Context: an optimization exercise on an open-source flow, tuned for small area and a short achievable clock period. The choices shown serve that exercise and are no tape-out recipe. The RTL was checked by simulation tests, not by an equivalence proof against the original design.

==> design/flow/run.sh <==
#!/bin/bash
# synth_recipe.tcl (not shown) runs the flow's synth.tcl, then flattens the netlist and writes it again
# the make line also repeats each setting of config.mk as NAME=value (left out here)
make -C /OpenROAD-flow-scripts/flow DESIGN_CONFIG=/design/flow/config.mk WORK_HOME=/design/flow/orfs CLKGATE_MAP_FILE= SYNTH_SCRIPT=/design/flow/synth_recipe.tcl finish
==> design/flow/config.mk <==
export PLATFORM = sky130hd
export DESIGN_NAME = mosaic_coder
export DESIGN_NICKNAME = mosaic_coder
export VERILOG_FILES = /design/flow/design.v
export SDC_FILE = /design/flow/constraint.sdc
export NUM_CORES = 4
export LEC_CHECK = 0
export CAP_MARGIN = 20
export CORE_MARGIN = 2
export CORE_UTILIZATION = 40
export SLEW_MARGIN = 20
==> design/flow/constraint.sdc <==
create_clock -name core_clock -period 20.0 [get_ports {clk}]
set_input_delay 4.0000 -clock core_clock [delete_from_list [all_inputs] [get_ports {clk}]]
set_output_delay 4.0000 -clock core_clock [all_outputs]
set_load 0.01 [all_outputs]
==> design/flow/design.v <==
module mc_static_code (
    input  wire [1:0]  q,
    input  wire [4:0]  k,
    output reg  [3:0]  plen,
    output reg  [14:0] pcode
);
  always @* begin
    plen  = 4'd0;
    pcode = 15'h0000;
    case ({q, k})
      {2'd0, 5'd0}: begin plen = 4'd2; pcode = 15'h0000; end
      {2'd0, 5'd1}: begin plen = 4'd2; pcode = 15'h0001; end
      {2'd0, 5'd2}: begin plen = 4'd2; pcode = 15'h0002; end
      {2'd0, 5'd3}: begin plen = 4'd3; pcode = 15'h0006; end
      {2'd0, 5'd4}: begin plen = 4'd4; pcode = 15'h000E; end
      {2'd0, 5'd5}: begin plen = 4'd5; pcode = 15'h001E; end
      {2'd0, 5'd6}: begin plen = 4'd6; pcode = 15'h003E; end
      {2'd0, 5'd7}: begin plen = 4'd7; pcode = 15'h007E; end
      {2'd0, 5'd8}: begin plen = 4'd8; pcode = 15'h00FE; end
      {2'd0, 5'd9}: begin plen = 4'd9; pcode = 15'h01FE; end
      {2'd0, 5'd10}: begin plen = 4'd10; pcode = 15'h03FE; end
      {2'd0, 5'd11}: begin plen = 4'd11; pcode = 15'h07FE; end
      {2'd0, 5'd12}: begin plen = 4'd12; pcode = 15'h0FFE; end
      {2'd0, 5'd13}: begin plen = 4'd13; pcode = 15'h1FFE; end
      {2'd0, 5'd14}: begin plen = 4'd14; pcode = 15'h3FFE; end
      {2'd0, 5'd15}: begin plen = 4'd15; pcode = 15'h7FFE; end
      {2'd0, 5'd16}: begin plen = 4'd15; pcode = 15'h7FFF; end
      {2'd1, 5'd0}: begin plen = 4'd3; pcode = 15'h0006; end
      {2'd1, 5'd1}: begin plen = 4'd2; pcode = 15'h0000; end
      {2'd1, 5'd2}: begin plen = 4'd2; pcode = 15'h0001; end
      {2'd1, 5'd3}: begin plen = 4'd2; pcode = 15'h0002; end
      {2'd1, 5'd4}: begin plen = 4'd4; pcode = 15'h000E; end
      {2'd1, 5'd5}: begin plen = 4'd5; pcode = 15'h001E; end
      {2'd1, 5'd6}: begin plen = 4'd6; pcode = 15'h003E; end
      {2'd1, 5'd7}: begin plen = 4'd7; pcode = 15'h007E; end
      {2'd1, 5'd8}: begin plen = 4'd8; pcode = 15'h00FE; end
      {2'd1, 5'd9}: begin plen = 4'd9; pcode = 15'h01FE; end
      {2'd1, 5'd10}: begin plen = 4'd10; pcode = 15'h03FE; end
      {2'd1, 5'd11}: begin plen = 4'd11; pcode = 15'h07FE; end
      {2'd1, 5'd12}: begin plen = 4'd12; pcode = 15'h0FFE; end
      {2'd1, 5'd13}: begin plen = 4'd13; pcode = 15'h1FFE; end
      {2'd1, 5'd14}: begin plen = 4'd14; pcode = 15'h3FFE; end
      {2'd1, 5'd15}: begin plen = 4'd15; pcode = 15'h7FFE; end
      {2'd1, 5'd16}: begin plen = 4'd15; pcode = 15'h7FFF; end
      {2'd2, 5'd0}: begin plen = 4'd5; pcode = 15'h001E; end
      {2'd2, 5'd1}: begin plen = 4'd3; pcode = 15'h0004; end
      {2'd2, 5'd2}: begin plen = 4'd3; pcode = 15'h0005; end
      {2'd2, 5'd3}: begin plen = 4'd2; pcode = 15'h0000; end
      {2'd2, 5'd4}: begin plen = 4'd2; pcode = 15'h0001; end
      {2'd2, 5'd5}: begin plen = 4'd3; pcode = 15'h0006; end
      {2'd2, 5'd6}: begin plen = 4'd4; pcode = 15'h000E; end
      {2'd2, 5'd7}: begin plen = 4'd6; pcode = 15'h003E; end
      {2'd2, 5'd8}: begin plen = 4'd7; pcode = 15'h007E; end
      {2'd2, 5'd9}: begin plen = 4'd8; pcode = 15'h00FE; end
      {2'd2, 5'd10}: begin plen = 4'd9; pcode = 15'h01FE; end
      {2'd2, 5'd11}: begin plen = 4'd10; pcode = 15'h03FE; end
      {2'd2, 5'd12}: begin plen = 4'd11; pcode = 15'h07FE; end
      {2'd2, 5'd13}: begin plen = 4'd12; pcode = 15'h0FFE; end
      {2'd2, 5'd14}: begin plen = 4'd13; pcode = 15'h1FFE; end
      {2'd2, 5'd15}: begin plen = 4'd14; pcode = 15'h3FFE; end
      {2'd2, 5'd16}: begin plen = 4'd14; pcode = 15'h3FFF; end
      {2'd3, 5'd0}: begin plen = 4'd7; pcode = 15'h007C; end
      {2'd3, 5'd1}: begin plen = 4'd6; pcode = 15'h003C; end
      {2'd3, 5'd2}: begin plen = 4'd5; pcode = 15'h001C; end
      {2'd3, 5'd3}: begin plen = 4'd4; pcode = 15'h000C; end
      {2'd3, 5'd4}: begin plen = 4'd3; pcode = 15'h0004; end
      {2'd3, 5'd5}: begin plen = 4'd2; pcode = 15'h0000; end
      {2'd3, 5'd6}: begin plen = 4'd2; pcode = 15'h0001; end
      {2'd3, 5'd7}: begin plen = 4'd3; pcode = 15'h0005; end
      {2'd3, 5'd8}: begin plen = 4'd4; pcode = 15'h000D; end
      {2'd3, 5'd9}: begin plen = 4'd5; pcode = 15'h001D; end
      {2'd3, 5'd10}: begin plen = 4'd6; pcode = 15'h003D; end
      {2'd3, 5'd11}: begin plen = 4'd7; pcode = 15'h007D; end
      {2'd3, 5'd12}: begin plen = 4'd7; pcode = 15'h007E; end
      {2'd3, 5'd13}: begin plen = 4'd8; pcode = 15'h00FE; end
      {2'd3, 5'd14}: begin plen = 4'd9; pcode = 15'h01FE; end
      {2'd3, 5'd15}: begin plen = 4'd10; pcode = 15'h03FE; end
      {2'd3, 5'd16}: begin plen = 4'd10; pcode = 15'h03FF; end
      default: begin plen = 4'd0; pcode = 15'h0000; end
    endcase
  end
endmodule
module mc_residue (
    input  wire [3:0]  depth,
    input  wire [15:0] x,
    input  wire [15:0] xhat,
    output reg  [15:0] m,
    output reg  [4:0]  k
);
  wire [4:0]  n      = {1'b0, depth} + 5'd8;
  wire [16:0] n_pow  = 17'd1 << n;           
  wire [16:0] half   = n_pow >> 1;           
  wire [16:0] diff   = ({1'b0, x} - {1'b0, xhat}) & (n_pow - 17'd1);
  reg  [17:0] m_wide;
  integer i;
  always @* begin
    if (diff < half)
      m_wide = {diff, 1'b0};                           
    else
      m_wide = {(n_pow - diff), 1'b0} - 18'd1;         
    m = m_wide[15:0];
    k = 5'd0;
    for (i = 0; i < 16; i = i + 1)
      if (m[i]) k = i[4:0] + 5'd1;
  end
endmodule
module mc_cost (
    input  wire [3:0]  depth,
    input  wire [1:0]  q,
    input  wire [15:0] x,
    input  wire [15:0] xhat,
    output wire [15:0] m,
    output wire [4:0]  k,
    output wire [4:0]  cost
);
  wire [3:0]  plen;
  wire [14:0] pcode;
  mc_residue u_res (.depth(depth), .x(x), .xhat(xhat), .m(m), .k(k));
  mc_static_code u_tab (.q(q), .k(k), .plen(plen), .pcode(pcode));
  assign cost = {1'b0, plen} + ((k >= 5'd2) ? (k - 5'd1) : 5'd0);
endmodule
module mosaic_coder (
    input  wire        clk,
    input  wire        rst,           
    input  wire        in_valid,
    input  wire        in_first,      
    input  wire        in_last,       
    input  wire [3:0]  in_depth,      
    input  wire [2:0]  in_pred,       
    input  wire [4:0]  in_avail,      
    input  wire        in_ef_colour,  
    input  wire [15:0] in_x,
    input  wire [15:0] in_a,
    input  wire [15:0] in_b,
    input  wire [15:0] in_c,
    input  wire [15:0] in_e,
    input  wire [15:0] in_f,
    output reg         out_valid,
    output reg  [29:0] out_code,      
    output reg  [4:0]  out_len,
    output reg         blk_valid,
    output reg  [2:0]  blk_pred,
    output reg  [22:0] blk_bits
);
  wire [4:0]  n     = {1'b0, in_depth} + 5'd8;
  wire [15:0] mid   = 16'd1 << (n - 5'd1);        
  wire        a_av  = in_avail[0];
  wire        b_av  = in_avail[1];
  wire        c_av  = in_avail[2];
  wire        e_av  = in_avail[3];
  wire        f_av  = in_avail[4];
  reg  [15:0] a, b, c;
  always @* begin
    a = in_a;
    b = in_b;
    c = in_c;
    if (!a_av && !b_av) begin
      a = mid;
      b = mid;
      c = mid;
    end else if (!a_av) begin
      a = in_b;
    end else if (!b_av) begin
      b = in_a;
    end
    if (!c_av && (a_av || b_av))
      c = b;
  end
  wire [15:0] ab_min = (a < b) ? a : b;
  wire [15:0] ab_max = (a < b) ? b : a;
  wire [16:0] ab_sum = {1'b0, a} + {1'b0, b};
  wire [16:0] abc    = ab_sum - {1'b0, c};
  wire [15:0] med    = (c >= ab_max) ? ab_min :
                       (c <= ab_min) ? ab_max : abc[15:0];
  wire [16:0] ab_avg = ({1'b0, a} + {1'b0, b} + 17'd1) >> 1;
  wire [16:0] ef_avg = ({1'b0, in_e} + {1'b0, in_f} + 17'd1) >> 1;
  wire        use_ef = e_av && f_av && in_ef_colour;
  wire [15:0] pred_val [0:5];
  assign pred_val[0] = mid;
  assign pred_val[1] = a;
  assign pred_val[2] = b;
  assign pred_val[3] = med;
  assign pred_val[4] = ab_avg[15:0];
  assign pred_val[5] = use_ef ? ef_avg[15:0] : med;
  wire [15:0] d_ac = (a > c) ? (a - c) : (c - a);
  wire [15:0] d_bc = (b > c) ? (b - c) : (c - b);
  wire [16:0] s    = {1'b0, d_ac} + {1'b0, d_bc};
  wire [16:0] t1   = (n >= 5'd10) ? (17'd1 << (n - 5'd10)) : 17'd1;
  wire [16:0] t2   = (n >= 5'd9)  ? (17'd1 << (n - 5'd8))  : 17'd2;
  wire [16:0] t3   = 17'd1 << (n - 5'd6);
  wire [1:0]  q    = (s < t1) ? 2'd0 :
                     (s < t2) ? 2'd1 :
                     (s < t3) ? 2'd2 : 2'd3;
  wire [15:0] m_p    [0:5];
  wire [4:0]  k_p    [0:5];
  wire [4:0]  cost_p [0:5];
  genvar g;
  generate
    for (g = 0; g < 6; g = g + 1) begin : g_cost
      mc_cost u_cost (
        .depth (in_depth),
        .q     (q),
        .x     (in_x),
        .xhat  (pred_val[g]),
        .m     (m_p[g]),
        .k     (k_p[g]),
        .cost  (cost_p[g])
      );
    end
  endgenerate
  reg  [15:0] sel_m;
  reg  [4:0]  sel_k;
  reg  [4:0]  sel_cost;
  always @* begin
    case (in_pred)
      3'd0:    begin sel_m = m_p[0]; sel_k = k_p[0]; sel_cost = cost_p[0]; end
      3'd1:    begin sel_m = m_p[1]; sel_k = k_p[1]; sel_cost = cost_p[1]; end
      3'd2:    begin sel_m = m_p[2]; sel_k = k_p[2]; sel_cost = cost_p[2]; end
      3'd3:    begin sel_m = m_p[3]; sel_k = k_p[3]; sel_cost = cost_p[3]; end
      3'd4:    begin sel_m = m_p[4]; sel_k = k_p[4]; sel_cost = cost_p[4]; end
      default: begin sel_m = m_p[5]; sel_k = k_p[5]; sel_cost = cost_p[5]; end
    endcase
  end
  wire [3:0]  sel_plen;
  wire [14:0] sel_pcode;
  mc_static_code u_code (.q(q), .k(sel_k), .plen(sel_plen), .pcode(sel_pcode));
  wire [4:0]  sfx_len  = (sel_k >= 5'd2) ? (sel_k - 5'd1) : 5'd0;
  wire [15:0] sfx_mask = (16'd1 << sfx_len) - 16'd1;
  wire [29:0] code     = ({15'd0, sel_pcode} << sfx_len) | {14'd0, sel_m & sfx_mask};
  always @(posedge clk) begin
    if (rst) begin
      out_valid <= 1'b0;
      out_code  <= 30'd0;
      out_len   <= 5'd0;
    end else begin
      out_valid <= in_valid;
      if (in_valid) begin
        out_code <= code;
        out_len  <= sel_cost;
      end
    end
  end
  reg  [22:0] acc   [0:5];
  reg  [22:0] total [0:5];
  reg         total_pend;
  reg  [22:0] acc_next [0:5];
  integer p;
  always @* begin
    for (p = 0; p < 6; p = p + 1)
      acc_next[p] = (in_first ? 23'd0 : acc[p]) + {18'd0, cost_p[p]};
  end
  always @(posedge clk) begin
    if (in_valid) begin
      for (p = 0; p < 6; p = p + 1)
        acc[p] <= acc_next[p];
    end
    if (in_valid && in_last) begin
      for (p = 0; p < 6; p = p + 1)
        total[p] <= acc_next[p];
    end
  end
  reg  [2:0]  best_p;
  reg  [22:0] best_bits;
  always @* begin
    best_p    = 3'd0;
    best_bits = total[0];
    for (p = 1; p < 6; p = p + 1)
      if (total[p] < best_bits) begin
        best_p    = p[2:0];
        best_bits = total[p];
      end
  end
  always @(posedge clk) begin
    if (rst) begin
      total_pend <= 1'b0;
      blk_valid  <= 1'b0;
      blk_pred   <= 3'd0;
      blk_bits   <= 23'd0;
    end else begin
      total_pend <= in_valid && in_last;
      blk_valid  <= total_pend;
      if (total_pend) begin
        blk_pred <= best_p;
        blk_bits <= best_bits;
      end
    end
  end
endmodule
==> run_results.csv <==
group,metric,value,unit
status,status,"no timing/DRC/antenna violations",
cts,cts_buffers,39,
die,core,127000,µm²
yosys,synth_seq_cells,340,
die,die_height,361,µm
sta,period_needed,19.05,ns
route,drtIter0Drc,5481,
yosys,syn_inst,6528,
setup_path,crit_fanout,16,
die,initial_core_util,40.1,%
yosys,seq_area_frac_synth,18.8,%
sta,setup_tns,0,ns
global_route,grt_pass1_vias,48200,
sta,hold_viol,0,
cts,cts_tree,"done",
finish,antennaDiodeCount,0,
cts,cts_htree_levels,2,
sta,worst_pin_slew,1.19,ns
placement,portBuffers,176,
cts,cts_max_path_buffers,3,
setup_path,cpMaxStageDelayCell,"clkdlybuf4s50_1",
finish,final_common_cell,"ha_1",
placement,dpl_cell_area,56600,µm²
flow_run,maxCapViolations,0,
finish,fill_cells,12800,
setup_path,path_class,"in2reg",
cts,cts-root-buf,"clkbuf_16",
sta,skew,0.0340,ns
hold_path,worstHoldPathType,"reg2reg",
finish,mostFrequentLayoutCells,"647 x ha_1, 602 x nor2_1, 547 x a21oi_1, 515 x nand2_1, 366 x inv_1",
die,ios,177,
finish,final_area,58200,µm²
cts,clock_latency,0.58,ns
finish,finalNetCount,7635,
setup_path,crit_arrival,19.43,ns
sta,report.final.slew_viol_count,0,
sta,fmax,0.0525,GHz
global_route,grt_overflow,0,
sta,setup_viol,0,
global_route,antenna_found_initial,4,
finish,layout-drive-gt1-share,9.92,%
yosys,async_reset_ff_share,0,%
route,post-route-drc-count,0,
setup_path,required,20.38,ns
placement,gp_congestion,1.02,
route,first_pass_iters,9,
route,vias_per_cell,6.14,
yosys,ys.flop_type,"edfxtp_1",
yosys,synth_area,51000,µm²
sta,period_share,95.2,%
setup_path,end_kind,"register",
global_route,grt_usage,31.0,%
global_route,grt_max_degree,71,
yosys,synthesis.area_per_instance,7.81,µm²
die,die_area,130000,µm²
placement,dp_hpwl,172000,µm
setup_path,reg2reg_slack,2.62,ns
route,antenna_left,0,
yosys,synth_edf_count,276,
sta,postLayoutSetupSlackWorst,0.955,ns
die,row_count,131,
finish,fin_cells,8544,
cts,path_clk_slew,0.06,ns
sta,slew_headroom,21.0,%
setup_path,cpMostUsedCell,"a21oi_1",
route,wl_per_cell,24.6,µm
yosys,ys_types,122,
setup_path,slowest_delay,0.48,ns
setup_path,start_kind,"input port",
placement,dp_worst_setup_slack,0.0473,ns
cts,cts_sinks,340,
route,drt-total-wl,210000,µm
die,die_width,361,µm
yosys,yosysWarnings,9,
route,vias,52500,
placement,dp_cells,8466,
finish,syn_to_final_growth,14.1,%
global_route,grt_pass1_wl,311000,µm
cell usage after synthesis, types with 106 or more instances:
cell | count | area [µm²]
nor2b_1 | 118 | 738
ha_1 | 649 | 8120
nand2_1 | 521 | 1960
o21ai_0 | 355 | 1780
nor2_1 | 603 | 2260
xnor2_1 | 241 | 2110
a211oi_1 | 114 | 856
nand3_1 | 170 | 851
a21oi_1 | 558 | 2790
mux2i_1 | 130 | 1300
inv_1 | 366 | 1370
o21a_1 | 106 | 796
clkbuf_1 | 250 | 938
a21o_1 | 201 | 1510
edfxtp_1 | 276 | 8290
nor3_1 | 155 | 776
xor2_1 | 142 | 1240
flip-flops by register name, indices dropped and copies added (netlist names):
signal	cells
acc	138
blk_bits	23
blk_pred	3
blk_valid	1
out_code	30
out_len	5
out_valid	1
total	138
total_pend	1
routing by layer:
layer | vias to the layer above | wire [µm] | global-route usage, %
met5 | - | 9 | 0
met4 | 2 | 10200 | 12.6
met3 | 427 | 14100 | 3.31
met2 | 2150 | 91000 | 48.9
met1 | 25000 | 95200 | 42.9
li1 | 24900 | - | -
critical path, delay by kind of cell:
kind / cells / cell delay [ns]
buffers and inverters: 8 / 1.23
XOR/XNOR: 2 / 0.28
multiplexers: 4 / 1.02
AND/OR/NAND/NOR: 24 / 3.68
AO/OA/AOI/OAI: 41 / 6.70
adder cells (fa/ha/maj): 9 / 2.51
repair_timing:
action | in CTS | in global routing
resized for setup | 0 | 45
setup buffers | 0 | 6
setup endpoints to repair | 0 | 59
hold buffers | 0 | 0
cell type report:
| type | instances | area, µm² | share of cell area (%) |
|---|---|---|---|
| Timing Repair Buffer | 542 | 4580 | 7.87 |
| Clock inverter | 18 | 253 | 0.434 |
| Sequential cell | 340 | 9570 | 16.4 |
| Clock buffer | 53 | 1100 | 1.89 |
| Inverter | 388 | 1460 | 2.50 |
| Tap cell | 1662 | 2080 | 3.57 |
| Multi-Input combinational cell | 5541 | 39200 | 67.3 |
worst paths after layout:
kind / from / endpoint / depth (start not counted)
worst max-delay path: in_depth[1] / acc[5][19] / 88
worst min-delay path: out_code[22] / out_code[22] / 2
worst max register to register: total[0][8] / blk_bits[15] / 78
worst min register to register: out_code[22] / out_code[22] / 2
metrics by stage:
step	hold slack (ns)	utilization [%]
global route	0.499	45.8
finish	0.475	45.8
detailed placement	0.465	44.6
global placement	0.454	44.6
CTS	0.477	45.7
floorplan	0.490	-
logic make-up (layout without fill, tap and decap cells):
| group | count (synthesis) | in the layout | synth area share [%] |
|---|---|---|---|
| muxes | 218 | 218 | 4.60 |
| AOI/OAI and AO/OA | 2079 | 2079 | 27.4 |
| buffers and inverters | 685 | 1001 | 5.16 |
| DFF | 340 | 340 | 18.8 |
| and+or+nand+nor | 2149 | 2149 | 20.6 |
| xor gates and xnor gates | 386 | 386 | 6.70 |
| other | 1 | 39 | 0.00735 |
| adders and majority gates | 670 | 670 | 16.7 |

-- separate check: timing with driven ports --
In the flow no input, the clock included, has a driving cell. The finished layout below was timed again as built, in two steps. Step 1, drivers: a clkbuf_16 drives clk and a buf_2 each remaining input, both assumed. Step 2, shift: input delay + t, output delay - t, t = (earliest + latest rising clock arrival at the registers) / 2. This alone moves slack from input paths to output paths. a / b / c = ideal ports / drivers / drivers and shift; a / b = the first two.
t (ns): 0.627
setup WS [ns]: 0.955 / 0.984 / 0.357
hold WS [ns]: 0.475 / 0.475 / 0.475
worst data-port slew with drivers (ns): 0.08
pins driven straight from the clock port: 1
After both steps setup and hold are still met in this run. The setup slack of this run moves by +0.029 ns with the drivers and by -0.598 ns with both steps.
